This is an optimization exercise on Yosys and OpenROAD, whose aim is small area, a short achievable clock period and few clock cycles, not a production implementation.
Only simulation tests tie the RTL to the original design; equivalence was not proved.
No activity file was given, so power comes from the tool's default toggle rates.

Setup of run A:
==> flow/design.v (excerpt) <==
module roller_dec (
    input  wire        clk,
    input  wire        rst,          
    input  wire        start,        
    input  wire [1:0]  bucket,       
    output wire        idle,
    output reg         done,         
    output reg  [1:0]  status,       
    input  wire        in_valid,
    input  wire [7:0]  in_data,
    output wire        in_ready,
    output wire        wr_en,
    output wire [11:0] wr_addr,
    output wire [7:0]  wr_data,
    output wire        rd_en,
    output wire [11:0] rd_addr,
    input  wire [7:0]  rd_data       
);
Size in the first run: roughly 850 cells after synthesis, ~71 flip-flops, about 61 I/O pins, roughly 5900 sq um of cells after synthesis.
Settings: LEC_CHECK=0, ABC_AREA=1, CAP_MARGIN=20, CORE_MARGIN=2, CORE_UTILIZATION=40, SETUP_SLACK_MARGIN=3.1, SLEW_MARGIN=20; clock period 5.5 ns.
run.sh (not shown) runs the stock make flow with config.mk's settings and CLKGATE_MAP_FILE= SYNTH_SCRIPT=/design/flow/synth_recipe.tcl, a recipe that flattens the netlist after the stock synthesis.
Testbench counts of run A, summed over its fixed seeds: cycles 801,453.
Relative to run A, the following input files were edited for run B:
Settings: SETUP_SLACK_MARGIN now 2.8, was 3.1; CTS_CLUSTER_SIZE now 30, previously not set; CTS_BUF_LIST now sky130_fd_sc_hd__clkbuf_8, previously not set; CTS_CLUSTER_DIAMETER now 100, previously not set.
==> flow/flow/run.sh (new file) <==
#!/bin/bash
# Standard layout with three changes: the smallest buffer on the ports, a
# clock tree built without dummy loads, and ORFS's power recovery (downsizing
# cells off the critical paths) run with the same setup margin as the repair.
set -e
rm -rf scripts_mod
cp -r "$FLOW_HOME/scripts" scripts_mod
python3 - <<'PY'
f = 'scripts_mod/util.tcl'
s = open(f).read()
a = '  append_env_var additional_args RECOVER_POWER -recover_power 1\n'
assert a in s
s = s.replace(a, a + '  append_env_var additional_args SETUP_SLACK_MARGIN -setup_margin 1\n')
open(f, 'w').write(s)
PY
export SCRIPTS_DIR="$PWD/scripts_mod"
export RECOVER_POWER=100
export BUFFER_PORTS_ARGS="-buffer_cell sky130_fd_sc_hd__buf_1"
export CTS_ARGS="-sink_clustering_enable -repair_clock_nets -sink_clustering_size 30 -sink_clustering_max_diameter 100 -buf_list sky130_fd_sc_hd__clkbuf_8 -dont_use_dummy_load"
bash standard.sh > standard.log 2>&1
==> flow/standard.sh (new file) <==
#!/bin/bash
# synth_recipe.tcl (not shown) runs the flow's synth.tcl, then flattens the netlist and writes it again
# the make line also repeats each setting of config.mk as NAME=value (left out here)
make -C /OpenROAD-flow-scripts/flow DESIGN_CONFIG=/design/flow/config.mk WORK_HOME=/design/flow/orfs CLKGATE_MAP_FILE= SYNTH_SCRIPT=/design/flow/synth_recipe.tcl "${@:-finish}"
removed: flow/run.sh
Results
The via count in run B was lower than what run A gave.
Run B completed end to end; final checks failed (capacitance limit, slew limit).
Run B reports its largest power group as registers while run A reports clock.
Delta (run B minus run A): non-clock buffer count now smaller, part of the cycle the worst path needs moved up.
Relative to run A, the worst setup skew after layout of run B is higher by 0.026 ns.
Sequential fraction of total cell area up 5.3 points in run B wrt run A
Delta (run B minus run A): sum of met2 wire segment lengths after detailed routing went down 1.3 mm, leakage power figure fell by 0.88 nW, sequential cell count did not really move.
### run B -> run C
Settings: changing SETUP_SLACK_MARGIN from 2.8 to 2.6.
==> flow/flow/run.sh <==
#!/bin/bash
# Standard layout with two changes: a stronger area-oriented ABC mapping
# script (registers are untouched: abc only remaps combinational logic), and
# the smallest buffer on the ports.
set -e
rm -rf scripts_mod
cp -r "$FLOW_HOME/scripts" scripts_mod
cp flow/abc_area.script scripts_mod/abc_area.script
export SCRIPTS_DIR="$PWD/scripts_mod"
export BUFFER_PORTS_ARGS="-buffer_cell sky130_fd_sc_hd__buf_1"
bash standard.sh > standard.log 2>&1
==> flow/flow/abc_area.script (new file) <==
&get -n
&st
&syn2
&dch -f
&nf -a
&st
&dch -f
&nf -a
&put
topo
==> notes.md <==
No stage failed in run C, and the final checks on the layout all came back clean.
Dominant combinational cell family by area after synthesis = compound AO/OA/AOI/OAI gates: run C; dominant combinational cell family by area after synthesis = simple AND/OR/NAND/NOR gates: run B
Part of the power in registers was higher in the run labelled run B.
Global router's overall resource usage up 3.3 points in run C wrt run B
Compared with run B, in run C worst setup slack before clock tree synthesis went down, sequential share of layout area went down.
Going from run B to run C, clock network area share picked up an extra 1.3 points, share of final layout cell area taken by non-clock buffers picked up an extra 3.3 points, routed wire length picked up an extra about 4.5%, post-synthesis cell count lost 188.
Run C: utilization is 6.0 points higher than what run B reported.
### run C -> run D
Settings: CTS_BUF_LIST no longer set, was sky130_fd_sc_hd__clkbuf_8; SETUP_SLACK_MARGIN now 2.8, was 2.6; CTS_CLUSTER_SIZE no longer set, was 30; ABC_AREA no longer set, was 1; ABC_CLOCK_PERIOD_IN_PS now 2700, previously not set; CTS_CLUSTER_DIAMETER no longer set, was 100.
==> flow/run.sh (new file) <==
#!/bin/bash
# synth_recipe.tcl (not shown) runs the flow's synth.tcl, then flattens the netlist and writes it again
# the make line also repeats each setting of config.mk as NAME=value (left out here)
make -C /OpenROAD-flow-scripts/flow DESIGN_CONFIG=/design/flow/config.mk WORK_HOME=/design/flow/orfs CLKGATE_MAP_FILE= SYNTH_SCRIPT=/design/flow/synth_recipe.tcl finish
removed: flow/flow/run.sh
removed: flow/flow/abc_area.script
removed: flow/standard.sh
==> comparison <==
- Diff run D..run C | residual DRC count | negligible
- Relative to run C, synthesized cell count has increased by 60 in run D.
- From run C to run D the numbers moved as follows: worst setup slack increased by 0.19 ns relative to the old numbers; portion of the clock cycle consumed by the worst path in the final layout decreased by 3.5 points relative to the old numbers; post-synthesis compound-gate area fraction decreased by 4.2 points relative to the old numbers; sequential share of layout area decreased by 2.2 points relative to the old numbers.
- Run D vs run C: die area up
- Per the comparison of run D with run C, placed wire-length estimate lost about 2.8%; required time of the worst setup path lost 0.16 ns; area after synthesis picked up an extra 7.2%.
- Compared with run C, the detailed router inserted fewer vias in run D.

[afterwards: timing with drivers on the ports]
The results above use ideal ports. As a check the final layouts listed here were re-extracted and re-timed, cells and wires unchanged.
Step 1 assumes that a clkbuf_16 drives the clock port and a buf_2 every other input.
Step 2 adds t to the input delays and takes it off the output delays; t is the mean of the earliest and latest rising clock arrival at the registers after step 1. Input paths then give back, and output paths get back, about the clock's delay inside the block.
Three values: ideal ports, drivers, drivers and shift; two values: the first two.
run | t (ns) | setup slack, ns | worst register clock-pin slew, ns | cell pins on the clock port's net
run A | 0.385 | 2.744 / 2.712 / 2.454 | 0.06 / 0.06 | 1
run B | 0.397 | 1.716 / 1.668 / 1.427 | 0.09 / 0.09 | 1
run C | 0.408 | 2.467 / 2.464 / 2.056 | 0.09 / 0.09 | 1
run D | 0.390 | 2.658 / 2.658 / 2.311 | 0.07 / 0.07 | 1
For run C, which loses most, drivers alone change the setup slack by -0.003 ns; drivers and shift together by -0.411 ns.
